What follows belongs to an exercise in optimizing a design on an open flow for small area, a short achievable clock period and few clock cycles; a production flow would make more cautious choices. Where RTL was checked, it was by simulation tests only, not by an equivalence proof against the original. The RTL of runs 4 to 6 was laid out without a check of its function.

$ cat flow/run.sh
#!/bin/bash
# synth_recipe.tcl (not shown) runs the flow's synth.tcl, then flattens the netlist and writes it again
# the make line also repeats each setting of config.mk as NAME=value (left out here)
make -C /OpenROAD-flow-scripts/flow DESIGN_CONFIG=/design/flow/config.mk WORK_HOME=/design/flow/orfs CLKGATE_MAP_FILE= SYNTH_SCRIPT=/design/flow/synth_recipe.tcl finish
$ cat flow/config.mk
export PLATFORM = sky130hd
export DESIGN_NAME = pred_expand
export DESIGN_NICKNAME = pred_expand
export VERILOG_FILES = /design/flow/design.v
export SDC_FILE = /design/flow/constraint.sdc
export NUM_CORES = 4
export LEC_CHECK = 0
export ABC_AREA = 1
export CAP_MARGIN = 20
export CORE_MARGIN = 2
export CORE_UTILIZATION = 60
export PLACE_DENSITY = 0.7
export SETUP_SLACK_MARGIN = 2.5
export SLEW_MARGIN = 20
$ cat flow/constraint.sdc
create_clock -name core_clock -period 6.5 [get_ports {clk}]
set_input_delay 1.3000 -clock core_clock [delete_from_list [all_inputs] [get_ports {clk}]]
set_output_delay 1.3000 -clock core_clock [all_outputs]
set_load 0.01 [all_outputs]
$ cat flow/design.v
module pred_expand (
    input  wire        clk,
    input  wire        rst,
    input  wire        cmd_valid,
    output wire        cmd_ready,
    input  wire [14:0] cmd_size,
    input  wire        in_valid,
    output wire        in_ready,
    input  wire [7:0]  in_data,
    input  wire        in_last,
    output wire        out_valid,
    input  wire        out_ready,
    output wire [7:0]  out_data,
    output wire        done_valid,
    output wire        done_err
);
    reg st_idle, st_hdr, st_res, st_zero, st_end, st_done;
    reg [14:0] remain;       
    reg [5:0]  opos;         
    reg        emit_d;
    reg [2:0]  pred;
    reg [2:0]  k;
    reg        c;
    reg        seen_last;
    reg        err;
    reg [31:0] bbuf;         
    reg [4:0]  rp;           
    reg [1:0]  wp;           
    reg [5:0]  bcnt;         
    reg        t_valid;
    reg [8:0]  t_u;
    reg        o_valid;
    reg [7:0]  o_data;
    reg [7:0]  hist [1:7];
    wire o_free  = !o_valid || out_ready;
    wire x_take  = t_valid && o_free;
    wire t_free  = !t_valid || o_free;
    wire active  = st_hdr || st_res || st_zero;
    assign in_ready = !seen_last && ((active && bcnt <= 6'd24) || st_end);
    wire in_fire = in_valid && in_ready;
    wire [31:0] r1 = rp[0] ? {bbuf[0],    bbuf[31:1]}  : bbuf;
    wire [31:0] r2 = rp[1] ? {r1[1:0],    r1[31:2]}    : r1;
    wire [31:0] r3 = rp[2] ? {r2[3:0],    r2[31:4]}    : r2;
    wire [31:0] r4 = rp[3] ? {r3[7:0],    r3[31:8]}    : r3;
    wire [23:0] w  = rp[4] ? {r4[7:0],    r4[31:16]}   : r4[23:0];
    wire [15:0] nz  = ~w[15:0];
    wire        a8  = |nz[7:0];
    wire [7:0]  h8  = a8 ? nz[7:0] : nz[15:8];
    wire        a4  = |h8[3:0];
    wire [3:0]  h4  = a4 ? h8[3:0] : h8[7:4];
    wire        a2  = |h4[1:0];
    wire [1:0]  h2  = a2 ? h4[1:0] : h4[3:2];
    wire [3:0]  z   = {!a8, !a4, !a2, !h2[0]};
    wire        esc = ~|nz;
    reg  [15:0] zoh;
    reg  [15:0] ones;        
    reg  [6:0]  fw;          
    integer i, j;
    always @(*) begin
        ones[0] = w[0];
        for (j = 1; j < 16; j = j + 1)
            ones[j] = ones[j-1] & w[j];
        zoh[0] = nz[0];
        for (j = 1; j < 16; j = j + 1)
            zoh[j] = nz[j] & ones[j-1];
        for (i = 0; i < 7; i = i + 1) begin
            fw[i] = 1'b0;
            for (j = 0; j < 16; j = j + 1)
                fw[i] = fw[i] | (zoh[j] & w[j + 1 + i]);
        end
    end
    reg  [8:0]  u_n;
    always @(*) begin
        for (i = 0; i < 9; i = i + 1)
            u_n[i] = (i < k) ? fw[i] : (i - k < 4) ? z[i - k] : 1'b0;
    end
    wire [7:0]  u_e    = w[23:16];
    wire [8:0]  u9     = esc ? {1'b0, u_e} : u_n;
    reg  [23:0] bthermo;     
    always @(*) begin
        for (j = 0; j < 24; j = j + 1)
            bthermo[j] = (bcnt > j[5:0]);
    end
    wire [15:0] zmask  = bthermo >> k;          
    wire        have_n = |(nz & zmask);
    wire        have_e = bthermo[23];
    wire        have_r = have_n || (esc && have_e);
    wire        grow   = esc ? ({3'd0, u_e} >= (11'd2 << k)) : (z >= 4'd2);
    wire        shrink = (k != 3'd0) &&
                         (esc ? ({3'd0, u_e} < (11'd1 << (k - 3'd1))) : (z == 4'd0 && !w[k]));
    wire [2:0]  k_next = grow  ? ((k == 3'd7) ? 3'd7 : k + 3'd1) :
                         (shrink && c) ? k - 3'd1 : k;
    wire        c_next = shrink && !c && !grow;
    wire        hdr_zero = (w[2:0] == 3'd7);
    wire        have_h   = hdr_zero ? bthermo[2] : bthermo[5];
    wire act_hdr = st_hdr  && t_free;
    wire act_res = st_res  && t_free;
    wire act_zer = st_zero && t_free;
    wire take_h  = act_hdr && have_h;
    wire take_r  = act_res && have_r;
    wire starved = ((act_hdr && !have_h) || (act_res && !have_r)) && seen_last;
    wire emit    = take_r || act_zer;
    wire last_job    = emit_d ? (remain == 15'd2) : (remain == 15'd1);
    wire last_stripe = emit_d ? (opos == 6'd62)   : (opos == 6'd63);
    wire [4:0] rpk    = rp + 5'd1 + {2'd0, k};
    wire [4:0] rz3    = z[3] ? rpk + 5'd8 : rpk;
    wire [4:0] rz2    = z[2] ? rz3 + 5'd4 : rz3;
    wire [4:0] rz1    = z[1] ? rz2 + 5'd2 : rz2;
    wire [4:0] rz0    = z[0] ? rz1 + 5'd1 : rz1;
    wire [4:0] rp_res = esc ? {rp[4:3] + 2'd3, rp[2:0]} : rz0;
    wire [4:0] rp_hdr = rp + (hdr_zero ? 5'd3 : 5'd6);
    wire [5:0] bc_in  = bcnt + {in_fire, 3'd0};
    wire [5:0] bck    = bc_in - 6'd1 - {3'd0, k};
    wire [5:0] bz3    = z[3] ? bck - 6'd8 : bck;
    wire [5:0] bz2    = z[2] ? bz3 - 6'd4 : bz3;
    wire [5:0] bz1    = z[1] ? bz2 - 6'd2 : bz2;
    wire [5:0] bz0    = z[0] ? bz1 - 6'd1 : bz1;
    wire [5:0] bc_res = esc ? bc_in - 6'd24 : bz0;
    wire [5:0] bc_hdr = bc_in - (hdr_zero ? 6'd3 : 6'd6);
    wire [5:0] bc_dec = take_r ? bc_res : take_h ? bc_hdr : bc_in;
    reg [7:0] p;
    always @(*) begin
        case (pred)
            3'd0:    p = o_data;
            3'd1:    p = hist[1];
            3'd2:    p = hist[3];
            3'd3:    p = hist[7];
            3'd4:    p = {o_data[6:0], 1'b0} - hist[1];
            default: p = 8'd0;
        endcase
    end
    wire [7:0] r = t_u[8:1] ^ {8{t_u[0]}};
    reg  [7:0] x;
    always @(*) begin
        case (pred)
            3'd5:    x = t_u[7:0] ^ hist[7];
            3'd7:    x = 8'd0;
            default: x = p + r;
        endcase
    end
    assign out_valid  = o_valid;
    assign out_data   = o_data;
    assign cmd_ready  = st_idle;
    assign done_valid = st_done;
    assign done_err   = err;
    wire start = st_idle && cmd_valid;
    integer n;
    always @(posedge clk) begin
        if (in_fire) begin
            case (wp)
                2'd0: bbuf[7:0]   <= in_data;
                2'd1: bbuf[15:8]  <= in_data;
                2'd2: bbuf[23:16] <= in_data;
                default: bbuf[31:24] <= in_data;
            endcase
        end
        if (t_free) t_u <= u9;
        if (x_take) begin
            o_data  <= x;
            hist[1] <= o_data;
            for (n = 2; n < 8; n = n + 1) hist[n] <= hist[n-1];
        end
        if (rst) begin
            st_idle   <= 1'b1;
            st_hdr    <= 1'b0;
            st_res    <= 1'b0;
            st_zero   <= 1'b0;
            st_end    <= 1'b0;
            st_done   <= 1'b0;
            remain    <= 15'd0;
            opos      <= 6'd0;
            emit_d    <= 1'b0;
            pred      <= 3'd0;
            k         <= 3'd0;
            c         <= 1'b0;
            seen_last <= 1'b0;
            err       <= 1'b0;
            rp        <= 5'd0;
            wp        <= 2'd0;
            bcnt      <= 6'd0;
            t_valid   <= 1'b0;
            o_valid   <= 1'b0;
        end else begin
            if (take_r)      rp <= rp_res;
            else if (take_h) rp <= rp_hdr;
            wp   <= wp + {1'b0, in_fire};
            bcnt <= bc_dec;
            if (in_fire && in_last) seen_last <= 1'b1;
            if (emit)        t_valid <= 1'b1;
            else if (x_take) t_valid <= 1'b0;
            if (x_take)         o_valid <= 1'b1;
            else if (out_ready) o_valid <= 1'b0;
            if (take_h) begin
                pred <= w[2:0];
                k    <= w[5:3];
                c    <= 1'b0;
            end
            if (take_r) begin
                k <= k_next;
                c <= c_next;
            end
            emit_d <= emit;
            if (emit_d) begin
                remain <= remain - 15'd1;
                opos   <= opos + 6'd1;
            end
            if (start) begin
                st_idle   <= 1'b0;
                st_hdr    <= 1'b1;
                remain    <= cmd_size;
                opos      <= 6'd0;
                emit_d    <= 1'b0;
                rp        <= 5'd0;
                wp        <= 2'd0;
                bcnt      <= 6'd0;
                seen_last <= 1'b0;
                err       <= 1'b0;
            end
            if (take_h) begin
                st_hdr  <= 1'b0;
                st_zero <= hdr_zero;
                st_res  <= !hdr_zero;
            end
            if (emit && (last_job || last_stripe)) begin
                st_res  <= 1'b0;
                st_zero <= 1'b0;
                st_end  <= last_job;
                st_hdr  <= !last_job;
            end
            if (starved) begin
                err     <= 1'b1;
                st_hdr  <= 1'b0;
                st_res  <= 1'b0;
                st_end  <= 1'b1;
            end
            if (st_end && seen_last && !t_valid && o_free) begin
                st_end  <= 1'b0;
                st_done <= 1'b1;
            end
            if (st_done) begin
                st_done <= 1'b0;
                st_idle <= 1'b1;
            end
        end
        if (rst || start) begin
            o_data <= 8'd0;
            for (n = 1; n < 8; n = n + 1) hist[n] <= 8'd0;
        end
    end
endmodule
==> metrics.md, run 1 <==
| Metric | Value |
|---|---|
| Status | timing/DRC/antenna clean |
| Largest net degree at the start of global routing | 72 |
| CP Cell Sequence | buf_4, nor2_2, nand2_1, nand4_1, inv_4, nand3_2, nand3_2, nor2_4, a21oi_2, nand2_1, o21ai_1, or2_1, nand4_1, nand2_1, nand2_1, nand2_1 |
| Post-synth ARST share | 0% |
| Clock Path Buffers | 2 |
| Final worst path period share | 60.6% |
| Vias | 14600 |
| Worst setup margin | 2.56 ns |
| Final nets | 2165 |
| Remaining Overflow, GRT | 0 |
| XOR/XNOR Fraction of Synth Area | 2.64% |
| Multi-input logic area | 8690 sq um |
| Row count | 54 |
| Die area | 23300 sq um |
| Worst Path Buf+Inv | 2 |
| Slew HR | 50.3% |
| Synth cell types | 63 |
| Commonest non-fill, non-tap cell in the layout | nand2_1 |
| Drt drc | 0 |
| FILL cells | 1941 |
| Reg-to-Reg Start | rp[3]$_SDFFE_PP0P_ |
| Clock skew | 0.0129 ns |
| Syn nets | 2143 |
| Worst path max stage delay | 0.47 ns |
| Total iterations of the first detailed-routing run | 7 |
| CP Capture Type | flop |
| Layout cells sized above 1 | 10.0% |
| Avg WL per Cell | 18.2 um |
| Final hold vios | 0 |
| Post-synthesis adder-cell area fraction | 7.38% |
| Root buf cell | clkbuf_16 |
| Worst skew pair latency | 0.44 ns |
| Combinational family with the most area after synthesis | simple AND/OR/NAND/NOR gates |
| Worst-Margin Slew | 0.744 ns |
| Non-filler cells, final | 2354 |
| Fmax | 0.254 GHz |
| Post-synthesis register bit count | 157 |
| CP Launch Type | flop |
| Placed Cells incl. Taps | 2297 |
| Vias in the first global route | 13100 |
| Initial antenna violation count | 0 |
| HPWL after DPL | 30800 um |
| Crit. path cell count | 16 |
| CP Max Fanout | 18 |
| CP max stage cell | nor2_2 |
| Final core occ | 68.0% |
| Mux share of post-synthesis cell area | 0.301% |
| Worst reg2reg path depth | 16 |
| CTS tree | done |
| CTS Hold Buffers Added | 0 |
| CP top delay family | simple AND/OR/NAND/NOR gates |
| Post-synth EDFFs | 41 |
| Post-Syn Area per Cell | 6.52 sq um |
| Setup-failing EPs final | 0 |
| Most common cell on crit path | nand2_1 |
| Final WL | 42900 um |
| Initial drt markers | 2097 |
| Die X | 153 um |
| Compound-Gate Fraction of Synth Area | 17.9% |
| Register area | 3570 sq um |
| Post-synthesis simple-gate area fraction | 35.6% |
| Placer congestion estimate | 1.01 |
| Netlist Area Pre-Place | 13300 sq um |
| Die height | 153 um |
| GRT Total Usage | 35.5% |
| Starting Density | 61.1% |
| Setup TNS | 0 ns |
| Port bufs | 41 |
| Crit. Startpoint | rp[3]$_SDFFE_PP0P_ |
| Post-place setup slack | 2.04 ns |
| Top_reg_cell synth | dfxtp_1 |
| WP data arrival | 4.11 ns |
| Reg clk slew, reported paths | 0.07 ns |
| CP Class | reg2reg |
| Core ar. | 21800 sq um |
| Syn. warnings | 4 |
| RSZ-0062 raised after global routing | true |
| Clock buffer count from CTS | 17 |
| Hold path cells | 1 |
| Hold Path Class | reg2reg |
| Synthesized instance count | 2038 |
| Max-cap violations | 0 |
| Sequential-to-total area share from yosys stat | 26.7% |
| Wire length of the first global-routing pass | 68200 um |
| Area Growth Syn to Fin | 11.3% |
| Hold Crit Start | st_done$_SDFF_PP0_ |
| CTS sink count | 157 |
| Routed Antenna Nets | 0 |
| Worst EP required | 6.67 ns |
| H-tree depth | 4 |
| Min cycle time layout | 3.94 ns |
| DR vias/cell | 6.22 |
| Commonest cells after routing, fill and taps aside | 462 x nand2_1, 243 x nand3_1, 214 x nor2_1, 177 x inv_1, 155 x o21ai_0 |
| Slew Viols, Final | 0 |
| I/O pins | 42 |
## layout make-up
| class | instances | share of cell area [%] |
|---|---|---|
| Timing Repair Buffer | 87 | 5.32 |
| Clock buffer | 17 | 2.88 |
| Multi-Input combinational cell | 1590 | 58.8 |
| Antenna cell | 1 | 0.0169 |
| Sequential cell | 157 | 24.1 |
| Inverter | 207 | 5.46 |
| Tap cell | 280 | 2.37 |
| Clock inverter | 15 | 1.04 |
## through the flow
step / hold WS [ns] / cell area (sq um)
4_1_cts: 0.460 / 14400
6_report: 0.458 / 14800
2_1_floorplan: 0.437 / 13300
3_5_place_dp: 0.449 / 13800
3_3_place_gp: 0.437 / 13800
5_1_grt: 0.500 / 14800
## state kept, by name (all words and copies together), names as in the netlist, 2 cells and up
name	flops
o_data	8
k	3
wp	2
hist	56
opos	6
rp	5
t_u	9
pred	3
bbuf	32
bcnt	6
remain	15
## synthesized netlist by cell type (14+ instances only)
cell,instances,area [sq um]
nand2_1,467,1750
nand3_1,244,1220
nor2_1,222,833
inv_1,185,694
o21ai_0,160,801
dfxtp_1,116,2320
a21oi_1,107,536
ha_1,72,901
clkbuf_1,44,165
edfxtp_1,41,1230
o211ai_1,31,233
xor2_1,31,272
nor3_1,26,130
o22ai_1,21,131
nand2_2,19,119
nand4_1,18,113
buf_2,17,85.1
inv_2,14,52.6
## routing by layer
metal  vias to the layer above  routed length, um  track usage, %
met1                      6642              18000            49.4
met5                         -                  0               0
met3                       172               4700            6.94
li1                       6927                  -               -
met4                         0               1900            14.7
met2                       906              18300            54.0
## cells by family (layout without fill, tap and decap cells)
kind of cell,after synthesis,after routing
other,0,1
AOI/OAI and AO/OA,409,409
xor gates and xnor gates,40,40
muxes,4,4
DFF,157,157
adders and majority gates,76,76
and+or+nand+nor,1060,1061
buffers and inverters,292,326
## what timing repair did
item | in CTS | in global routing
pin swaps | 0 | 10
buffers inserted | 0 | 23
cloned | 0 | 1
setup endpoints to repair | 27 | 31
resized for setup | 19 | 57
## path summary, 6_finish.rpt
path	to	slack, ns
max	t_u[5]$_DFFE_PN_	2.56
min reg2reg	st_done$_SDFF_PP0_	0.46
max reg2reg	t_u[5]$_DFFE_PN_	2.56
min	st_done$_SDFF_PP0_	0.46
Testbench counts, summed over its fixed seeds: cycles 416,914.
==> run 2: changes to the inputs <==
--- a/flow/config.mk
+++ b/flow/config.mk
@@ -8,7 +8,7 @@
 export ABC_AREA = 1
 export CAP_MARGIN = 20
 export CORE_MARGIN = 2
-export CORE_UTILIZATION = 60
-export PLACE_DENSITY = 0.7
-export SETUP_SLACK_MARGIN = 2.5
+export CORE_UTILIZATION = 40
+export PLACE_DENSITY = 0.6
+export SETUP_SLACK_MARGIN = 2.75
 export SLEW_MARGIN = 20
==> run 2 against run 1 <==
  * First-iteration DRC count down 29%
  * Clock skew rose by 0.0043 ns
  * Final area increased by 7.1%
  * Critical path type unchanged
  * Setup slack better by 0.21 ns
==> metrics.md, run 2 <==
| Metric | Value |
|---|---|
| FILL cells | 3286 (was 1941) |
| Post-synthesis register bit count | 157 (unchanged) |
| Min cycle time layout | 3.73 ns (was 3.94 ns) |
| Wire length of the first global-routing pass | 69200 um (was 68200 um) |
| CP Max Fanout | 33 (was 18) |
| Placer congestion estimate | 0.971 (was 1.01) |
| Reg clk slew, reported paths | 0.08 ns (was 0.07 ns) |
| Syn. warnings | 4 (unchanged) |
| Worst EP required | 6.85 ns (was 6.67 ns) |
| Port bufs | 41 (unchanged) |
| Syn nets | 2143 (unchanged) |
| Slew Viols, Final | 0 (unchanged) |
| I/O pins | 42 (unchanged) |
| Max-cap violations | 0 (unchanged) |
| H-tree depth | 4 (unchanged) |
| Area Growth Syn to Fin | 19.2% (was 11.3%) |
| Multi-input logic area | 9090 sq um (was 8690 sq um) |
| Final WL | 45400 um (was 42900 um) |
| CP Launch Type | flop (unchanged) |
| Row count | 66 (was 54) |
| Clock skew | 0.0171 ns (was 0.0129 ns) |
| Initial antenna violation count | 0 (unchanged) |
| Flop-to-flop setup slack | 2.77 ns (was 2.56 ns) |
| Design area | 15800 sq um (was 14800 sq um) |
| CP Capture Type | flop (unchanged) |
| Worst skew pair latency | 0.46 ns (was 0.44 ns) |
| GRT Total Usage | 25.4% (was 35.5%) |
| Clock buffer count from CTS | 17 (unchanged) |
| Vias in the first global route | 13100 (about the same) |
| Core ar. | 32600 sq um (was 21800 sq um) |
| Top_reg_cell synth | dfxtp_1 (unchanged) |
| Sequential-to-total area share from yosys stat | 26.7% (unchanged) |
| CP max stage cell | dfxtp_4 (was nor2_2) |
| Initial drt markers | 1499 (was 2097) |
| Commonest cells after routing, fill and taps aside | 447 x nand2_1, 212 x nand3_1, 209 x nor2_1, 170 x inv_1, 155 x o21ai_0 (was 462 x nand2_1, 243 x nand3_1, 214 x nor2_1, 177 x inv_1, 155 x o21ai_0) |
| Hold Path Class | reg2reg (unchanged) |
| Die height | 186 um (was 153 um) |
| HPWL after DPL | 32200 um (was 30800 um) |
| Post-synth ARST share | 0% (unchanged) |
| Commonest non-fill, non-tap cell in the layout | nand2_1 (unchanged) |
| RSZ-0062 raised after global routing | true (unchanged) |
| Final hold vios | 0 (unchanged) |
| Worst path max stage delay | 0.41 ns (was 0.47 ns) |
| Setup TNS | 0 ns (unchanged) |
| WP data arrival | 4.08 ns (was 4.11 ns) |
| Max reg flops | 56 (unchanged) |
| Root buf cell | clkbuf_16 (unchanged) |
| Layout cells sized above 1 | 15.2% (was 10.0%) |
| Post-Syn Area per Cell | 6.52 sq um (unchanged) |
| Setup-failing EPs final | 0 (unchanged) |
| Register with the most flip-flops | hist (unchanged) |
| Routed Antenna Nets | 0 (unchanged) |
| Remaining Overflow, GRT | 0 (unchanged) |
| Synth top area cells | dfxtp_1 17%, nand2_1 13%, edfxtp_1 9.3% (unchanged) |
| CP Class | reg2reg (unchanged) |
| Die area | 34700 sq um (was 23300 sq um) |
| CTS sink count | 157 (unchanged) |
| CTS tree | done (unchanged) |
| Starting Density | 40.7% (was 61.1%) |
| Clock Path Buffers | 2 (unchanged) |
| Top flop regs | hist: 56 flops, bbuf: 32 flops, remain: 15 flops (unchanged) |
| Top-area cell type share of the netlist area | 17.5% (unchanged) |
| Largest net degree at the start of global routing | 71 (was 72) |
| Vias | 14500 (was 14600) |
| Netlist Area Pre-Place | 13300 sq um (unchanged) |
| Post-synth EDFFs | 41 (unchanged) |
| Yosys top cell by area | dfxtp_1 (unchanged) |
| Final worst path period share | 57.4% (was 60.6%) |
| Slew HR | 50.2% (was 50.3%) |
| CTS Hold Buffers Added | 0 (unchanged) |
| Synthesized instance count | 2038 (unchanged) |
| Most common cell on crit path | nand2_1 (unchanged) |
| Fmax | 0.268 GHz (was 0.254 GHz) |
| Cell with the most instances after synthesis | nand2_1 (unchanged) |
| Drt drc | 0 (unchanged) |
| Avg WL per Cell | 17.8 um (was 18.2 um) |
| CP Cell Sequence | buf_12, clkinv_16, nand2_1, nand3_1, nand3_1, nand2_1, nand2_1, nand2_1, nor2_2, inv_2, nand4_1, nor4_2, nand2_1, buf_4, inv_2, nand2_1, nand2_1, nand2_4, nand2_1, nand2_1, inv_2, a21oi_1, a21oi_1 (was buf_4, nor2_2, nand2_1, nand4_1, inv_4, nand3_2, nand3_2, nor2_4, a21oi_2, nand2_1, o21ai_1, or2_1, nand4_1, nand2_1, nand2_1, nand2_1) |
| Register area | 3580 sq um (was 3570 sq um) |
| DP Area | 14000 sq um (was 13800 sq um) |
| Worst-Margin Slew | 0.747 ns (was 0.744 ns) |
| Die X | 186 um (was 153 um) |
| List of most frequent post-synthesis cells | 467 x nand2_1, 244 x nand3_1, 222 x nor2_1 (unchanged) |
| DR vias/cell | 5.67 (was 6.22) |
| Status | timing/DRC/antenna clean (unchanged) |
| Total iterations of the first detailed-routing run | 6 (was 7) |
| Synth cell types | 63 (unchanged) |
| Final nets | 2206 (was 2165) |
| Diode count | 0 (was 1) |
-- run 2: cell type report --
cell class	instances	area share, %
Clock inverter	15	0.798
Inverter	207	5.34
Timing Repair inverter	1	0.0316
Multi-Input combinational cell	1590	57.4
Sequential cell	157	22.6
Clock buffer	17	2.69
Tap cell	442	3.49
Timing Repair Buffer	127	7.66
-- run 2: logic make-up (layout without fill, tap and decap cells) --
family | after synthesis | after routing | share of synthesized area (%)
AO/OA/AOI/OAI | 409 | 409 | 17.9
XOR/XNOR | 40 | 40 | 2.64
adder cells (fa/ha/maj) | 76 | 76 | 7.38
buffers and inverters | 292 | 367 | 9.35
flip-flops | 157 | 157 | 26.7
multiplexers | 4 | 4 | 0.301
AND/OR/NAND/NOR | 1060 | 1061 | 35.6
-- run 2: worst max-delay path, delay by kind of cell, from the launching register on --
family                 cells  cell delay, ns
AO/OA/AOI/OAI              2            0.19
flip-flops                 1            0.41
AND/OR/NAND/NOR           15            2.04
buffers and inverters      6            0.92
-- run 2: path summary, 6_finish.rpt --
kind | start | to | cells after the start
worst max-delay path | rp[0]$_SDFFE_PP0P_ | rp[2]$_SDFFE_PP0P_ | 23
worst min-delay path | st_done$_SDFF_PP0_ | st_done$_SDFF_PP0_ | 1
worst max register to register | rp[0]$_SDFFE_PP0P_ | rp[2]$_SDFFE_PP0P_ | 23
worst min register to register | st_done$_SDFF_PP0_ | st_done$_SDFF_PP0_ | 1
-- run 2: what timing repair did --
action                                  in CTS  in global routing
buffers inserted                            13                 45
pin swaps                                    5                 35
gates cloned                                 2                  3
endpoints found under the setup margin      32                 29
resized for setup                           64                131
-- run 2: routing by layer --
metal	track usage (%)	part of all wire [%]	routed length (um)
met5	0	0	0
met4	9.51	3.2	1460
met3	5.26	7.9	3570
met2	40.3	45	20400
met1	34.2	44	20000
-- run 2: through the flow --
stage	util [%]	worst slack, ns	instances	hold slack, ns
finish	48.6	2.77	2556	0.474
global route	48.6	2.69	2556	0.492
CTS	45.6	2.73	2508	0.475
global placement	42.9	1.84	2461	0.455
floorplan	-	2.93	2038	0.437
detailed placement	42.9	1.88	2461	0.458
==> run 3: changes to the inputs <==
--- a/flow/config.mk
+++ b/flow/config.mk
@@ -10,5 +10,5 @@
 export CORE_MARGIN = 2
 export CORE_UTILIZATION = 40
 export PLACE_DENSITY = 0.6
-export SETUP_SLACK_MARGIN = 2.75
+export SETUP_SLACK_MARGIN = 2
 export SLEW_MARGIN = 20
==> run 3 against run 2 <==
  * Worst hold slack about the same
  * Setup slack lost 0.46 ns
  * Synthesized cell count is the same
  * Area after synthesis stayed put
  * Sequential share of layout area grew 1.7 points
  * Via count decreased by 3.1%
  * Non-clock buffer count shrank 57
  * Die area stayed put
  * Critical path depth grew 2
  * Flip-flop and latch count is the same
  * Critical endpoint is now rp[3]$_SDFFE_PP0P_
==> metrics.md, run 3 <==
| Metric | Value |
|---|---|
| Clock buffer count from CTS | 17 (unchanged) |
| Area Growth Syn to Fin | 10.3% (was 19.2%) |
| Syn nets | 2143 (unchanged) |
| Core ar. | 32600 sq um (unchanged) |
| Most common cell on crit path | nand2_1 (unchanged) |
| Crit. Startpoint | rp[0]$_SDFFE_PP0P_ (unchanged) |
| Hold slack | 0.474 ns (about the same) |
| Root buf cell | clkbuf_16 (unchanged) |
| Clock skew | 0.0158 ns (was 0.0171 ns) |
| Min cycle time layout | 4.19 ns (was 3.73 ns) |
| Design area | 14600 sq um (was 15800 sq um) |
| Worst path max stage delay | 0.37 ns (was 0.41 ns) |
| DR vias/cell | 5.62 (was 5.67) |
| Flop-to-flop setup slack | 2.31 ns (was 2.77 ns) |
| Diode count | 0 (unchanged) |
| Final hold vios | 0 (unchanged) |
| Avg WL per Cell | 17.3 um (was 17.8 um) |
| CTS sink count | 157 (unchanged) |
| Reg clk slew, reported paths | 0.08 ns (about the same) |
| Synth cell types | 63 (unchanged) |
| CP Launch Type | flop (unchanged) |
| CP top delay family | simple AND/OR/NAND/NOR gates (unchanged) |
| Worst skew pair latency | 0.45 ns (was 0.46 ns) |
| Vias | 14000 (was 14500) |
| CP Capture Type | flop (unchanged) |
| Commonest cells after routing, fill and taps aside | 465 x nand2_1, 244 x nand3_1, 218 x nor2_1, 183 x inv_1, 158 x o21ai_0 (was 447 x nand2_1, 212 x nand3_1, 209 x nor2_1, 170 x inv_1, 155 x o21ai_0) |
| Hold path cells | 1 (unchanged) |
| Layout cells sized above 1 | 8.18% (was 15.2%) |
| Fmax | 0.239 GHz (was 0.268 GHz) |
| Post-place setup slack | 1.88 ns (unchanged) |
| Post-synth EDFFs | 41 (unchanged) |
| Commonest non-fill, non-tap cell in the layout | nand2_1 (unchanged) |
| Synthesized instance count | 2038 (unchanged) |
| Vias in the first global route | 12900 (was 13100) |
| Placer congestion estimate | 0.971 (unchanged) |
| Worst-Margin Slew | 1.02 ns (was 0.747 ns) |
| Drt drc | 0 (unchanged) |
| H-tree depth | 4 (unchanged) |
| Worst setup margin | 2.31 ns (was 2.77 ns) |
| Min-Delay Endpoint | st_done$_SDFF_PP0_ (unchanged) |
| Final nets | 2147 (was 2206) |
| Total iterations of the first detailed-routing run | 5 (was 6) |
| Setup-failing EPs final | 0 (unchanged) |
| GRT Total Usage | 25.0% (was 25.4%) |
| Wire length of the first global-routing pass | 68200 um (was 69200 um) |
| Slew Viols, Final | 0 (unchanged) |
| Max-cap violations | 0 (unchanged) |
| CP Max Fanout | 35 (was 33) |
| Port bufs | 41 (unchanged) |
| Clock Path Buffers | 2 (unchanged) |
| List of most frequent post-synthesis cells | 467 x nand2_1, 244 x nand3_1, 222 x nor2_1 (unchanged) |
| Die height | 186 um (unchanged) |
| Post-synthesis register bit count | 157 (unchanged) |
| Remaining Overflow, GRT | 0 (unchanged) |
| Status | timing/DRC/antenna clean (unchanged) |
| Hold Crit Start | st_done$_SDFF_PP0_ (unchanged) |
| Worst EP required | 6.84 ns (was 6.85 ns) |
| Syn. warnings | 4 (unchanged) |
| DP Area | 14000 sq um (unchanged) |
| Setup TNS | 0 ns (unchanged) |
| Reg2reg end | rp[3]$_SDFFE_PP0P_ (was rp[2]$_SDFFE_PP0P_) |
| Final worst path period share | 64.4% (was 57.4%) |
| Top-area cell type share of the netlist area | 17.5% (unchanged) |
| Routed Antenna Nets | 0 (unchanged) |
| Initial drt markers | 1426 (was 1499) |
| Sequential-to-total area share from yosys stat | 26.7% (unchanged) |
| Top_reg_cell synth | dfxtp_1 (unchanged) |
| Reg-to-Reg Start | rp[0]$_SDFFE_PP0P_ (unchanged) |
| Post-Syn Area per Cell | 6.52 sq um (unchanged) |
| Row count | 66 (unchanged) |
| CP Class | reg2reg (unchanged) |
| Slew HR | 31.5% (was 50.2%) |
| Initial antenna violation count | 0 (unchanged) |
| Post-synth ARST share | 0% (unchanged) |
| Top flop regs | hist: 56 flops, bbuf: 32 flops, remain: 15 flops (unchanged) |
| Die area | 34700 sq um (unchanged) |
| Starting Density | 40.7% (unchanged) |
| FILL cells | 3392 (was 3286) |
| CP max stage cell | buf_4 (was dfxtp_4) |
| Hold Path Class | reg2reg (unchanged) |
| Die X | 186 um (unchanged) |
| Largest net degree at the start of global routing | 71 (unchanged) |
| I/O pins | 42 (unchanged) |
| Worst reg2reg path depth | 25 (was 23) |
| Register with the most flip-flops | hist (unchanged) |
| Max reg flops | 56 (unchanged) |
| Final WL | 43100 um (was 45400 um) |
| HPWL after DPL | 32200 um (unchanged) |
| Worst Path Buf+Inv | 5 (was 6) |
| WP data arrival | 4.53 ns (was 4.08 ns) |
| CTS tree | done (unchanged) |
| Synth top area cells | dfxtp_1 17%, nand2_1 13%, edfxtp_1 9.3% (unchanged) |
| Cell with the most instances after synthesis | nand2_1 (unchanged) |
| RSZ-0062 raised after global routing | false (was true) |
| Yosys top cell by area | dfxtp_1 (unchanged) |
| Netlist Area Pre-Place | 13300 sq um (unchanged) |
[run 3: cell counts after synthesis]
Identical to the previous run, type by type.
[run 3: worst max path at each step]
stage	cells past startpoint	to	slack, ns
after floorplan	20	bcnt[4]$_SDFF_PP0_	2.93
after global placement	27	bcnt[4]$_SDFF_PP0_	1.84
after detailed placement	27	bcnt[4]$_SDFF_PP0_	1.88
after CTS	27	bcnt[4]$_SDFF_PP0_	2.00
after global routing	27	bcnt[4]$_SDFF_PP0_	1.98
final	25	rp[3]$_SDFFE_PP0P_	2.31
[run 3: layer usage]
| metal | vias up | part of all wire [%] | GRT usage [%] |
|---|---|---|---|
| met5 | - | 0 | 0 |
| met4 | 0 | 2.4 | 8.60 |
| met3 | 90 | 7.5 | 5.43 |
| met2 | 555 | 45 | 39.6 |
| met1 | 6510 | 45 | 33.7 |
| li1 | 6885 | - | - |
[run 3: logic make-up (layout without fill, tap and decap cells)]
family | Yosys count | after routing | share of synthesized area [%]
simple gates | 1060 | 1060 | 35.6
fa+ha+maj | 76 | 76 | 7.38
compound gates | 409 | 409 | 17.9
flops | 157 | 157 | 26.7
buf+inv | 292 | 309 | 9.35
mux | 4 | 4 | 0.301
xor+xnor | 40 | 40 | 2.64
[run 3: per-stage QoR]
stage | util [%] | cells
final | 44.9 | 2497
after detailed placement | 42.9 | 2461
after global placement | 42.9 | 2461
after global routing | 44.9 | 2497
after CTS | 44.6 | 2493
after floorplan | - | 2038
[run 3: area by class of cell]
cell class	instances	area, sq um	share of cell area, %
inverters	207	793	5.42
multi-input cells	1589	8560	58.4
well taps	442	553	3.78
flip-flops and latches	157	3560	24.3
clock inverters	15	126	0.863
clock buffers	17	425	2.90
repair buffers	70	632	4.31
[run 3: what timing repair did]
action,4_1_cts,5_1_grt
hold buffers,0,0
buffers inserted,0,4
gates resized for setup,4,24
pin swaps,0,0
endpoints found under the setup margin,8,22
==> run 4: changes to the inputs <==
--- a/flow/design.v
+++ b/flow/design.v
@@ -143,7 +143,6 @@
     assign cmd_ready  = st_idle;
     assign done_valid = st_done;
     assign done_err   = err;
-    wire start = st_idle && cmd_valid;
     integer n;
     always @(posedge clk) begin
         if (in_fire) begin
@@ -167,17 +166,9 @@
             st_zero   <= 1'b0;
             st_end    <= 1'b0;
             st_done   <= 1'b0;
-            remain    <= 15'd0;
-            opos      <= 6'd0;
-            emit_d    <= 1'b0;
             pred      <= 3'd0;
             k         <= 3'd0;
             c         <= 1'b0;
-            seen_last <= 1'b0;
-            err       <= 1'b0;
-            rp        <= 5'd0;
-            wp        <= 2'd0;
-            bcnt      <= 6'd0;
             t_valid   <= 1'b0;
             o_valid   <= 1'b0;
         end else begin
@@ -204,17 +195,10 @@
                 remain <= remain - 15'd1;
                 opos   <= opos + 6'd1;
             end
-            if (start) begin
-                st_idle   <= 1'b0;
-                st_hdr    <= 1'b1;
-                remain    <= cmd_size;
-                opos      <= 6'd0;
-                emit_d    <= 1'b0;
-                rp        <= 5'd0;
-                wp        <= 2'd0;
-                bcnt      <= 6'd0;
-                seen_last <= 1'b0;
-                err       <= 1'b0;
+            if (st_idle && cmd_valid) begin
+                st_idle <= 1'b0;
+                st_hdr  <= 1'b1;
+                remain  <= cmd_size;
             end
             if (take_h) begin
                 st_hdr  <= 1'b0;
@@ -242,8 +226,15 @@
                 st_idle <= 1'b1;
             end
         end
-        if (rst || start) begin
-            o_data <= 8'd0;
+        if (rst || st_idle) begin
+            opos      <= 6'd0;
+            emit_d    <= 1'b0;
+            rp        <= 5'd0;
+            wp        <= 2'd0;
+            bcnt      <= 6'd0;
+            seen_last <= 1'b0;
+            err       <= 1'b0;
+            o_data    <= 8'd0;
             for (n = 1; n < 8; n = n + 1) hist[n] <= 8'd0;
         end
     end
--- a/flow/config.mk
+++ b/flow/config.mk
@@ -10,5 +10,5 @@
 export CORE_MARGIN = 2
 export CORE_UTILIZATION = 40
 export PLACE_DENSITY = 0.6
-export SETUP_SLACK_MARGIN = 2
+export SETUP_SLACK_MARGIN = 2.5
 export SLEW_MARGIN = 20
==> run 4 against run 3 <==
  * Clock-buffer cell count did not move
  * Clock skew fell by 0.0033 ns
  * Non-clock buffer count rose by 12
  * Still clean on timing, DRC and antenna
  * Area after synthesis rose by 0.26%
  * Sequential share of layout area rose by 0.40 points
  * First-iteration DRC count rose by 5.3%
  * Via count rose by 0.31%
  * Final area rose by 2.8%
  * Register-to-register slack improved by 0.39 ns
==> metrics.md, run 4 <==
| Metric | Value |
|---|---|
| Max-cap violations | 0 (unchanged) |
| Top-area cell type share of the netlist area | 15.2% (was 17.5%) |
| CTS tree | done (unchanged) |
| Slew HR | 25.1% (was 31.5%) |
| Final hold vios | 0 (unchanged) |
| Row count | 66 (unchanged) |
| Reg2reg end | k[0]$_SDFFE_PP0P_ (was rp[3]$_SDFFE_PP0P_) |
| Cell with the most instances after synthesis | nand2_1 (unchanged) |
| Synthesized instance count | 2047 (was 2038) |
| Layout cells sized above 1 | 9.32% (was 8.18%) |
| DP Area | 14100 sq um (was 14000 sq um) |
| H-tree depth | 4 (unchanged) |
| Reg-to-Reg Start | k[0]$_SDFFE_PP0P_ (was rp[0]$_SDFFE_PP0P_) |
| Setup TNS | 0 ns (unchanged) |
| Diode count | 0 (unchanged) |
| CP Capture Type | flop (unchanged) |
| Design area | 15100 sq um (was 14600 sq um) |
| Setup-failing EPs final | 0 (unchanged) |
| Synth top area cells | dfxtp_1 15%, nand2_1 14%, edfxtp_1 13% (was dfxtp_1 17%, nand2_1 13%, edfxtp_1 9.3%) |
| Reg clk slew, reported paths | 0.07 ns (was 0.08 ns) |
| Commonest cells after routing, fill and taps aside | 477 x nand2_1, 269 x nand3_1, 236 x nor2_1, 171 x inv_1, 153 x o21ai_0 (was 465 x nand2_1, 244 x nand3_1, 218 x nor2_1, 183 x inv_1, 158 x o21ai_0) |
| Min cycle time layout | 3.79 ns (was 4.19 ns) |
| Worst reg2reg path depth | 17 (was 25) |
| Clock buffer count from CTS | 17 (unchanged) |
| Drt drc | 0 (unchanged) |
| HPWL after DPL | 32800 um (was 32200 um) |
| Post-synthesis register bit count | 157 (unchanged) |
| Hold Path Class | reg2reg (unchanged) |
| Syn. warnings | 4 (unchanged) |
| Core ar. | 32700 sq um (was 32600 sq um) |
| CTS Hold Buffers Added | 0 (unchanged) |
| Hold slack | 0.451 ns (was 0.474 ns) |
| Die X | 186 um (about the same) |
| Netlist Area Pre-Place | 13300 sq um (about the same) |
| Worst-Margin Slew | 1.12 ns (was 1.02 ns) |
| Grt met1 use | 35.8% (was 33.7%) |
| I/O pins | 42 (unchanged) |
| Vias | 14100 (was 14000) |
| Avg WL per Cell | 17.4 um (was 17.3 um) |
| Worst skew pair latency | 0.44 ns (was 0.45 ns) |
| Sequential-to-total area share from yosys stat | 27.8% (was 26.7%) |
| Clock Path Buffers | 2 (unchanged) |
| WP data arrival | 4.09 ns (was 4.53 ns) |
| CP Class | reg2reg (unchanged) |
| Hold path cells | 1 (unchanged) |
| Commonest non-fill, non-tap cell in the layout | nand2_1 (unchanged) |
| Global routing's busiest layer | met2 (unchanged) |
| Synth cell types | 60 (was 63) |
| CP Max Fanout | 21 (was 35) |
| Post-synth ARST share | 0% (unchanged) |
| Post-Syn Area per Cell | 6.51 sq um (was 6.52 sq um) |
| FILL cells | 3422 (was 3392) |
| Port bufs | 41 (unchanged) |
| Min-Delay Endpoint | st_done$_SDFF_PP0_ (unchanged) |
| Top_reg_cell synth | dfxtp_1 (unchanged) |
| Hold Crit Start | st_done$_SDFF_PP0_ (unchanged) |
| Top flop regs | hist: 56 flops, bbuf: 32 flops, remain: 15 flops (unchanged) |
| Final nets | 2173 (was 2147) |
| Initial drt markers | 1502 (was 1426) |
| Starting Density | 40.7% (about the same) |
| Slew Viols, Final | 0 (unchanged) |
| DR vias/cell | 5.58 (was 5.62) |
| Largest net degree at the start of global routing | 73 (was 71) |
| Max reg flops | 56 (unchanged) |
| Placer congestion estimate | 0.974 (was 0.971) |
| Remaining Overflow, GRT | 0 (unchanged) |
| Total iterations of the first detailed-routing run | 6 (was 5) |
| Final WL | 44000 um (was 43100 um) |
| Register with the most flip-flops | hist (unchanged) |
| Routed Antenna Nets | 0 (unchanged) |
| Met2 Usage GRT | 39.6% (about the same) |
| Final worst path period share | 58.4% (was 64.4%) |
| Met3 Resource Use GR | 2.18% (was 5.43%) |
| Clock skew | 0.0125 ns (was 0.0158 ns) |
| Post-synth EDFFs | 56 (was 41) |
| Wire length of the first global-routing pass | 70000 um (was 68200 um) |
| Die height | 186 um (about the same) |
| CTS sink count | 157 (unchanged) |
| Vias in the first global route | 12900 (about the same) |
| Die area | 34800 sq um (was 34700 sq um) |
| Initial antenna violation count | 0 (unchanged) |
| Final core occ | 46.0% (was 44.9%) |
| RSZ-0062 raised after global routing | true (was false) |
| CP Launch Type | flop (unchanged) |
| Yosys top cell by area | dfxtp_1 (unchanged) |
| List of most frequent post-synthesis cells | 482 x nand2_1, 271 x nand3_1, 243 x nor2_1 (was 467 x nand2_1, 244 x nand3_1, 222 x nor2_1) |
| GRT Total Usage | 24.8% (was 25.0%) |
| Flop-to-flop setup slack | 2.71 ns (was 2.31 ns) |
| Root buf cell | clkbuf_16 (unchanged) |
| Worst EP required | 6.80 ns (was 6.84 ns) |
| Syn nets | 2152 (was 2143) |
| Fmax | 0.264 GHz (was 0.239 GHz) |
| Area Growth Syn to Fin | 13.0% (was 10.3%) |
| Status | timing/DRC/antenna clean (unchanged) |
==> run 4: cell count changes in the layout (fill, tap and decap cells not counted), moves of 6 or more <==
cell | before | now
buf_4 | 28 | 37
dfxtp_1 | 111 | 94
edfxtp_1 | 41 | 56
inv_1 | 183 | 171
nand2_1 | 465 | 477
nand3_1 | 244 | 269
nor2_1 | 218 | 236
nor2_2 | 13 | 7
nor2_4 | 6 | 13
o211ai_1 | 31 | 14
==> run 4: layout make-up <==
| type | count | area, sq um | area share [%] |
|---|---|---|---|
| sequential | 157 | 3720 | 24.7 |
| clock inverter | 15 | 130 | 0.864 |
| clock buffer | 17 | 425 | 2.83 |
| tap | 442 | 553 | 3.67 |
| inverter | 193 | 764 | 5.08 |
| timing repair inverter | 2 | 12.5 | 0.0831 |
| multi-input combinational | 1615 | 8690 | 57.7 |
| timing repair buffer | 82 | 764 | 5.08 |
==> run 4: routing by layer <==
| metal | up-vias | part of all wire [%] |
|---|---|---|
| met4 | 0 | 1.7 |
| met5 | - | 0 |
| li1 | 6953 | - |
| met2 | 575 | 45 |
| met3 | 36 | 7.3 |
| met1 | 6520 | 46 |
==> run 4: worst max path at each step <==
stage	start	to	slack [ns]
floorplan	k[0]$_SDFFE_PP0P_	bcnt[5]$_SDFFE_PP0N_	2.53
global placement	in_valid	bcnt[5]$_SDFFE_PP0N_	2.00
detailed placement	in_valid	bcnt[5]$_SDFFE_PP0N_	1.92
CTS	bcnt[0]$_SDFFE_PP0P_	bcnt[5]$_SDFFE_PP0N_	2.47
global route	in_valid	bcnt[5]$_SDFFE_PP0N_	2.46
finish	k[0]$_SDFFE_PP0P_	k[0]$_SDFFE_PP0P_	2.71
==> run 4: metrics by stage <==
stage / cells / setup slack, ns
final: 2523 / 2.71
after global routing: 2523 / 2.46
after CTS: 2507 / 2.47
after detailed placement: 2471 / 1.92
after global placement: 2471 / 2.00
after floorplan: 2047 / 2.53
==> run 4: cells by family after synthesis <==
logic type,after synthesis,share of synthesized area (%)
AOI/OAI and AO/OA,373,15.9
xor gates and xnor gates,43,2.83
and+or+nand+nor,1120,37.3
muxes,3,0.225
adders and majority gates,76,7.36
DFF,157,27.8
buffers and inverters,275,8.58
==> run 4: worst max-delay path, stage by stage, from the launching register on <==
cell,delay [ns]
dfxtp_1,0.31
buf_4,0.27
clkinvlp_4,0.40
ha_1,0.39
ha_1,0.42
inv_1,0.25
nand2_1,0.10
ha_1,0.30
a21oi_1,0.14
o21ai_0,0.10
a21oi_1,0.14
nand2_1,0.08
nor2_1,0.10
o21ai_1,0.11
o21ai_2,0.20
nand2_1,0.11
a21oi_1,0.19
nor3_2,0.05
==> run 4: what timing repair did <==
item / in CTS / in global routing
setup endpoints to repair: 24 / 27
pin swaps: 1 / 8
cloned: 1 / 2
buffers inserted: 3 / 14
gates resized for setup: 23 / 54
hold endpoints to repair: 0 / 0
==> run 5: changes to the inputs <==
--- a/flow/design.v
+++ b/flow/design.v
@@ -81,8 +81,8 @@
         for (j = 0; j < 24; j = j + 1)
             bthermo[j] = (bcnt > j[5:0]);
     end
-    wire [15:0] zmask  = bthermo >> k;          
-    wire        have_n = |(nz & zmask);
+    wire [6:0]  bck1   = {1'b0, bcnt} - 7'd1 - {4'd0, k};
+    wire        have_n = !esc && !bck1[6] && ({2'b0, z} <= bck1[5:0]);
     wire        have_e = bthermo[23];
     wire        have_r = have_n || (esc && have_e);
     wire        grow   = esc ? ({3'd0, u_e} >= (11'd2 << k)) : (z >= 4'd2);
==> run 5 against run 4 <==
  * Sequential share of layout area grew 0.11 points
  * Setup slack lost 0.077 ns
  * Final area shrank 0.65%
  * Still clean
  * Utilization grew 4.2 points
  * Critical path type unchanged
  * Highest routed layer unchanged
==> metrics.md, run 5 <==
| Metric | Value |
|---|---|
| Vias | 12500 (was 14100) |
| Worst-Margin Slew | 0.967 ns (was 1.12 ns) |
| Setup TNS | 0 ns (unchanged) |
| Cell with the most instances after synthesis | nand2_1 (unchanged) |
| Top-area cell type share of the netlist area | 16.6% (was 15.2%) |
| Hold path cells | 2 (was 1) |
| Synthesized instance count | 1764 (was 2047) |
| Initial drt markers | 1260 (was 1502) |
| Hold Path Class | reg2reg (unchanged) |
| Final hold vios | 0 (unchanged) |
| RSZ-0062 raised after global routing | true (unchanged) |
| Hold Crit Start | err$_SDFFE_PP0P_ (was st_done$_SDFF_PP0_) |
| WP data arrival | 4.20 ns (was 4.09 ns) |
| Worst reg2reg path depth | 28 (was 17) |
| Port bufs | 41 (unchanged) |
| Top flop regs | hist: 56 flops, bbuf: 32 flops, remain: 15 flops (unchanged) |
| Worst EP required | 6.83 ns (was 6.80 ns) |
| Worst skew pair latency | 0.44 ns (about the same) |
| Total iterations of the first detailed-routing run | 6 (unchanged) |
| Final WL | 38400 um (was 44000 um) |
| Drt drc | 0 (unchanged) |
| H-tree depth | 4 (unchanged) |
| Slew Viols, Final | 0 (unchanged) |
| Routed Antenna Nets | 0 (unchanged) |
| CP max stage cell | dfxtp_4 (was ha_1) |
| GRT Total Usage | 23.8% (was 24.8%) |
| Final worst path period share | 59.6% (was 58.4%) |
| Starting Density | 40.8% (was 40.7%) |
| Syn nets | 1871 (was 2152) |
| Worst path max stage delay | 0.37 ns (was 0.42 ns) |
| Post-Syn Area per Cell | 6.89 sq um (was 6.51 sq um) |
| Hold slack | 0.452 ns (was 0.451 ns) |
| Clock Path Buffers | 2 (unchanged) |
| CP Capture Type | flop (unchanged) |
| Largest net degree at the start of global routing | 75 (was 73) |
| Fmax | 0.258 GHz (was 0.264 GHz) |
| Clock skew | 0.0102 ns (was 0.0125 ns) |
| FILL cells | 2938 (was 3422) |
| Worst Path Buf+Inv | 4 (was 3) |
| Commonest non-fill, non-tap cell in the layout | nand2_1 (unchanged) |
| Vias in the first global route | 11100 (was 12900) |
| Core ar. | 29800 sq um (was 32700 sq um) |
| Min-Delay Endpoint | err$_SDFFE_PP0P_ (was st_done$_SDFF_PP0_) |
| Non-filler cells, final | 2229 (was 2523) |
| Synth top area cells | dfxtp_1 17%, edfxtp_1 14%, nand2_1 11% (was dfxtp_1 15%, nand2_1 14%, edfxtp_1 13%) |
| Initial antenna violation count | 0 (unchanged) |
| Row count | 63 (was 66) |
| Reg clk slew, reported paths | 0.06 ns (was 0.07 ns) |
| Slew HR | 34.9% (was 25.1%) |
| Synth cell types | 54 (was 60) |
| Layout cells sized above 1 | 18.0% (was 9.32%) |
| Avg WL per Cell | 17.2 um (was 17.4 um) |
| Register with the most flip-flops | hist (unchanged) |
| Final nets | 1933 (was 2173) |
| Yosys top cell by area | dfxtp_1 (unchanged) |
| CTS tree | done (unchanged) |
| Worst setup margin | 2.63 ns (was 2.71 ns) |
| Flop-to-flop setup slack | 2.63 ns (was 2.71 ns) |
| Max-cap violations | 0 (unchanged) |
| HPWL after DPL | 27600 um (was 32800 um) |
| Post-synthesis register bit count | 157 (unchanged) |
| DP Area | 12800 sq um (was 14100 sq um) |
| Sequential-to-total area share from yosys stat | 30.5% (was 27.8%) |
| Reg2reg end | rp[3]$_SDFFE_PP0P_ (was k[0]$_SDFFE_PP0P_) |
| Area Growth Syn to Fin | 23.2% (was 13.0%) |
| DR vias/cell | 5.59 (was 5.58) |
| Die area | 31800 sq um (was 34800 sq um) |
| Clock buffer count from CTS | 17 (unchanged) |
| Design area | 15000 sq um (was 15100 sq um) |
| Post-place setup slack | 1.37 ns (was 1.92 ns) |
| Wire length of the first global-routing pass | 59600 um (was 70000 um) |
| Placed Cells incl. Taps | 2145 (was 2471) |
| Reg-to-Reg Start | rp[0]$_SDFFE_PP0P_ (was k[0]$_SDFFE_PP0P_) |
| CP Max Fanout | 14 (was 21) |
| Syn. warnings | 4 (unchanged) |
| Die X | 178 um (was 186 um) |
| Post-synth ARST share | 0% (unchanged) |
| Diode count | 0 (unchanged) |
| Remaining Overflow, GRT | 0 (unchanged) |
| CP top delay family | simple AND/OR/NAND/NOR gates (was adder cells) |
| CTS sink count | 157 (unchanged) |
| Post-synth EDFFs | 56 (unchanged) |
| List of most frequent post-synthesis cells | 343 x nand2_1, 240 x nand3_1, 221 x nor2_1 (was 482 x nand2_1, 271 x nand3_1, 243 x nor2_1) |
| Setup-failing EPs final | 0 (unchanged) |
| CP Class | reg2reg (unchanged) |
| CP Launch Type | flop (unchanged) |
| Top_reg_cell synth | dfxtp_1 (unchanged) |
| Root buf cell | clkbuf_16 (unchanged) |
| Commonest cells after routing, fill and taps aside | 325 x nand2_1, 214 x nor2_1, 160 x inv_1, 125 x nand3_2, 119 x o21ai_0 (was 477 x nand2_1, 269 x nand3_1, 236 x nor2_1, 171 x inv_1, 153 x o21ai_0) |
| Placer congestion estimate | 0.963 (was 0.974) |
| Die height | 178 um (was 186 um) |
| Max reg flops | 56 (unchanged) |
| I/O pins | 42 (unchanged) |
| Most common cell on crit path | nand2_4 |
| Netlist Area Pre-Place | 12100 sq um (was 13300 sq um) |
| Min cycle time layout | 3.87 ns (was 3.79 ns) |
| Status | timing/DRC/antenna clean (unchanged) |
run 5: worst max-delay path by stage:
| stage | depth (start not counted) | end | from |
|---|---|---|---|
| 4_1_cts | 29 | bcnt[0]$_SDFFE_PP0P_ | rp[0]$_SDFFE_PP0P_ |
| 3_3_place_gp | 24 | rp[2]$_SDFFE_PP0P_ | rp[2]$_SDFFE_PP0P_ |
| 3_5_place_dp | 24 | bcnt[0]$_SDFFE_PP0P_ | rp[2]$_SDFFE_PP0P_ |
| 2_1_floorplan | 15 | bcnt[5]$_SDFFE_PP0N_ | in_valid |
| 5_1_grt | 30 | rp[1]$_SDFFE_PP0P_ | rp[0]$_SDFFE_PP0P_ |
| 6_report | 28 | rp[3]$_SDFFE_PP0P_ | rp[0]$_SDFFE_PP0P_ |
run 5: what timing repair did:
item,CTS,global route
endpoints found under the hold margin,0,0
setup endpoints to repair,34,24
setup buffers,13,35
hold buffers,0,0
gates resized for setup,47,181
gates cloned,2,2
pin swaps,10,28
run 5: area by class of cell:
cell class | count | area [sq um] | area share (%)
inverter | 175 | 737 | 4.93
clock buffer | 20 | 458 | 3.06
timing repair inverter | 1 | 5.00 | 0.0335
sequential | 157 | 3710 | 24.8
tap | 390 | 488 | 3.26
clock inverter | 12 | 184 | 1.23
multi-input combinational | 1366 | 8350 | 55.8
timing repair buffer | 108 | 1030 | 6.87
run 5: metrics by stage:
stage / util (%)
6_report: 50.2
4_1_cts: 46.5
5_1_grt: 50.2
2_1_floorplan: -
3_5_place_dp: 43.1
3_3_place_gp: 43.1
run 5: cells by family (layout without fill, tap and decap cells):
group / count (synthesis) / after routing / synth area share (%)
AOI/OAI and AO/OA: 317 / 317 / 15.3
xor gates and xnor gates: 66 / 66 / 4.76
adders and majority gates: 78 / 78 / 8.28
buffers and inverters: 242 / 316 / 8.37
DFF: 157 / 157 / 30.5
and+or+nand+nor: 904 / 905 / 32.8
run 5: worst register-to-register path, delay by kind of cell (launching register included):
kind	cells	cell delay, ns
AND/OR/NAND/NOR	22	2.28
buffers and inverters	4	0.66
flip-flops	1	0.37
adder cells (fa/ha/maj)	1	0.30
AO/OA/AOI/OAI	1	0.14
run 5: routing by layer:
layer	global-route usage, %	wire (um)	vias up
met3	3.47	2190	87
met4	8.98	1200	0
li1	-	-	6115
met1	34.0	18000	5808
met2	36.2	16900	446
met5	0	0	-
==> run 6: changes to the inputs <==
--- a/flow/config.mk
+++ b/flow/config.mk
@@ -10,5 +10,5 @@
 export CORE_MARGIN = 2
 export CORE_UTILIZATION = 40
 export PLACE_DENSITY = 0.6
-export SETUP_SLACK_MARGIN = 2.5
+export SETUP_SLACK_MARGIN = 2.25
 export SLEW_MARGIN = 20
==> run 6 against run 5 <==
  * Final area shrank 6.5%
  * Register-to-register slack worse by 0.18 ns
  * First-iteration DRC count is 1.8% higher
  * Wire length down 2.5%
  * Synthesized cell count unchanged
  * Clock-buffer cell count did not move
  * Clock skew down 0.0013 ns
  * Cell count is 1.2% lower
  * Non-clock buffer count shrank 26
==> metrics.md, run 6 <==
| Metric | Value |
|---|---|
| CP Launch Type | flop (unchanged) |
| Syn nets | 1871 (unchanged) |
| List of most frequent post-synthesis cells | 343 x nand2_1, 240 x nand3_1, 221 x nor2_1 (unchanged) |
| Total iterations of the first detailed-routing run | 8 (was 6) |
| DP Area | 12800 sq um (unchanged) |
| Sequential-to-total area share from yosys stat | 30.5% (unchanged) |
| Setup-failing EPs final | 0 (unchanged) |
| Drt drc | 0 (unchanged) |
| Clock Path Buffers | 2 (unchanged) |
| H-tree depth | 4 (unchanged) |
| Post-place setup slack | 1.37 ns (unchanged) |
| Initial antenna violation count | 0 (unchanged) |
| Post-synth EDFFs | 56 (unchanged) |
| Initial drt markers | 1283 (was 1260) |
| WP data arrival | 4.38 ns (was 4.20 ns) |
| GRT Total Usage | 23.4% (was 23.8%) |
| RSZ-0062 raised after global routing | true (unchanged) |
| Layout cells sized above 1 | 9.33% (was 18.0%) |
| Post-synthesis register bit count | 157 (unchanged) |
| Flop-to-flop setup slack | 2.45 ns (was 2.63 ns) |
| Max-cap violations | 0 (unchanged) |
| Min-Delay Endpoint | err$_SDFFE_PP0P_ (unchanged) |
| I/O pins | 42 (unchanged) |
| Port bufs | 41 (unchanged) |
| Commonest cells after routing, fill and taps aside | 334 x nand2_1, 226 x nand3_1, 216 x nor2_1, 163 x inv_1, 120 x o21ai_0 (was 325 x nand2_1, 214 x nor2_1, 160 x inv_1, 125 x nand3_2, 119 x o21ai_0) |
| Die height | 178 um (unchanged) |
| CP Max Fanout | 35 (was 14) |
| Synth top area cells | dfxtp_1 17%, edfxtp_1 14%, nand2_1 11% (unchanged) |
| Max reg flops | 56 (unchanged) |
| Core ar. | 29800 sq um (unchanged) |
| Setup TNS | 0 ns (unchanged) |
| Hold Crit Start | err$_SDFFE_PP0P_ (unchanged) |
| Final WL | 37400 um (was 38400 um) |
| CP top delay family | simple AND/OR/NAND/NOR gates (unchanged) |
| Placed Cells incl. Taps | 2145 (unchanged) |
| CP Class | reg2reg (unchanged) |
| Area Growth Syn to Fin | 15.1% (was 23.2%) |
| Worst skew pair latency | 0.44 ns (about the same) |
| Reg2reg end | st_res$_SDFFE_PP0P_ (was rp[3]$_SDFFE_PP0P_) |
| Worst EP required | 6.83 ns (about the same) |
| CP max stage cell | dfxtp_2 (was dfxtp_4) |
| CTS Hold Buffers Added | 0 (unchanged) |
| Slew Viols, Final | 0 (unchanged) |
| Die X | 178 um (unchanged) |
| Vias in the first global route | 10900 (was 11100) |
| Top-area cell type share of the netlist area | 16.6% (unchanged) |
| Final hold vios | 0 (unchanged) |
| HPWL after DPL | 27600 um (unchanged) |
| Post-synth ARST share | 0% (unchanged) |
| Cell with the most instances after synthesis | nand2_1 (unchanged) |
| Starting Density | 40.8% (unchanged) |
| Final worst path period share | 62.3% (was 59.6%) |
| Wire length of the first global-routing pass | 58600 um (was 59600 um) |
| Reg-to-Reg Start | rp[1]$_SDFFE_PP0P_ (was rp[0]$_SDFFE_PP0P_) |
| DR vias/cell | 5.61 (was 5.59) |
| Placer congestion estimate | 0.963 (unchanged) |
| Synthesized instance count | 1764 (unchanged) |
| CP Capture Type | flop (unchanged) |
| Largest net degree at the start of global routing | 75 (unchanged) |
| Synth cell types | 54 (unchanged) |
| Hold slack | 0.452 ns (about the same) |
| Remaining Overflow, GRT | 0 (unchanged) |
| Avg WL per Cell | 17.0 um (was 17.2 um) |
| Die area | 31800 sq um (unchanged) |
| CTS sink count | 157 (unchanged) |
| Post-Syn Area per Cell | 6.89 sq um (unchanged) |
| Root buf cell | clkbuf_16 (unchanged) |
| Row count | 63 (unchanged) |
| Hold path cells | 2 (unchanged) |
| Final core occ | 46.9% (was 50.2%) |
| Clock buffer count from CTS | 17 (unchanged) |
| Clock skew | 0.00884 ns (was 0.0102 ns) |
| Diode count | 0 (unchanged) |
| Netlist Area Pre-Place | 12100 sq um (unchanged) |
| Worst setup margin | 2.45 ns (was 2.63 ns) |
| Top_reg_cell synth | dfxtp_1 (unchanged) |
| Syn. warnings | 4 (unchanged) |
| Commonest non-fill, non-tap cell in the layout | nand2_1 (unchanged) |
| Vias | 12300 (was 12500) |
| Hold Path Class | reg2reg (unchanged) |
| Reg clk slew, reported paths | 0.06 ns (about the same) |
| Worst Path Buf+Inv | 4 (unchanged) |
| Slew HR | 35.2% (was 34.9%) |
| Worst path max stage delay | 0.40 ns (was 0.37 ns) |
| Min cycle time layout | 4.05 ns (was 3.87 ns) |
| Most common cell on crit path | nand3_1 (was nand2_4) |
| Status | timing/DRC/antenna clean (unchanged) |
| Register with the most flip-flops | hist (unchanged) |
| Design area | 14000 sq um (was 15000 sq um) |
| Worst-Margin Slew | 0.962 ns (was 0.967 ns) |
| Routed Antenna Nets | 0 (unchanged) |
| Top flop regs | hist: 56 flops, bbuf: 32 flops, remain: 15 flops (unchanged) |
| Non-filler cells, final | 2202 (was 2229) |
| Worst reg2reg path depth | 27 (was 28) |
| Final nets | 1906 (was 1933) |
| CTS tree | done (unchanged) |
| Fmax | 0.247 GHz (was 0.258 GHz) |
| Yosys top cell by area | dfxtp_1 (unchanged) |
-- run 6: area by class of cell --
type	instances	area (sq um)
tap	390	488
multi-input combinational	1366	7670
clock buffer	20	458
fill	3015	15800
inverter	175	694
timing repair buffer	82	778
sequential	157	3710
clock inverter	12	184
-- run 6: worst max-delay path by stage --
| stage | from | to | slack, ns | depth (start not counted) |
|---|---|---|---|---|
| floorplan | in_valid | bcnt[5]$_SDFFE_PP0N_ | 2.78 | 15 |
| global placement | rp[2]$_SDFFE_PP0P_ | rp[2]$_SDFFE_PP0P_ | 1.50 | 24 |
| detailed placement | rp[2]$_SDFFE_PP0P_ | bcnt[0]$_SDFFE_PP0P_ | 1.37 | 24 |
| CTS | rp[1]$_SDFFE_PP0P_ | bcnt[0]$_SDFFE_PP0P_ | 2.26 | 29 |
| global route | rp[0]$_SDFFE_PP0P_ | k[0]$_SDFFE_PP0P_ | 2.22 | 29 |
| finish | rp[1]$_SDFFE_PP0P_ | st_res$_SDFFE_PP0P_ | 2.45 | 27 |
-- run 6: kinds of logic after synthesis --
kind of cell / share of synthesized area (%)
XOR/XNOR: 4.76
AND/OR/NAND/NOR: 32.8
flip-flops: 30.5
buffers and inverters: 8.37
adder cells (fa/ha/maj): 8.28
AO/OA/AOI/OAI: 15.3
-- run 6: worst register-to-register path, delay by kind of cell, from the launching register on --
kind            cells  cell delay (ns)
compound gates      2             0.35
simple gates       20             2.37
fa+ha+maj           1             0.33
buf+inv             4             0.52
flops               1             0.40
-- run 6: metal layers --
metal | share of wire (%) | wire length (um) | vias up | global-route usage (%)
li1 | - | - | 6057 | -
met2 | 43 | 16200 | 502 | 35.3
met3 | 6.3 | 2360 | 81 | 3.32
met4 | 2.7 | 1010 | 0 | 7.99
met5 | 0 | 0 | - | 0
met1 | 48 | 17800 | 5708 | 34.0
-- run 6: timing repair --
item                                    4_1_cts  5_1_grt
pin swaps                                     1        7
endpoints found under the setup margin       31       21
buffers inserted                              3       19
resized for setup                            13       55
cloned                                        0        3

==> separate check: timing with driven ports <==
Ports are ideal in the flow. The routed layouts listed here were re-timed in OpenROAD. Step 1 assumes that a clkbuf_16 drives the clock port and a buf_2 every other input. Step 2 adds t to the input delays and takes it off the output delays; t is the mean of the earliest and latest rising clock arrival at the registers after step 1. Input paths then give back, and output paths get back, about the clock's delay inside the block. a / b / c = no drivers / after step 1 / after step 2; a / b = the first two.
| run | t, ns | setup WS [ns] | worst setup path after step 2 | worst register clock-pin slew, ns | worst data-port slew with drivers (ns) |
|---|---|---|---|---|---|
| run 1 | 0.486 | 2.561 / 2.561 / 2.254 | input to register | 0.08 / 0.08 | 0.04 |
| run 2 | 0.497 | 2.772 / 2.772 / 2.453 | input to register | 0.08 / 0.08 | 0.04 |
| run 3 | 0.497 | 2.313 / 2.313 / 2.030 | input to register | 0.08 / 0.08 | 0.04 |
| run 4 | 0.475 | 2.706 / 2.706 / 2.276 | input to register | 0.07 / 0.07 | 0.04 |
| run 5 | 0.483 | 2.629 / 2.629 / 2.188 | input to register | 0.07 / 0.07 | 0.04 |
| run 6 | 0.481 | 2.449 / 2.449 / 2.048 | input to register | 0.07 / 0.07 | 0.04 |
After both steps setup and hold are still met in every run listed. The setup slack of run 5, which loses most, moves by 0.000 ns with the drivers and by -0.441 ns with both steps.
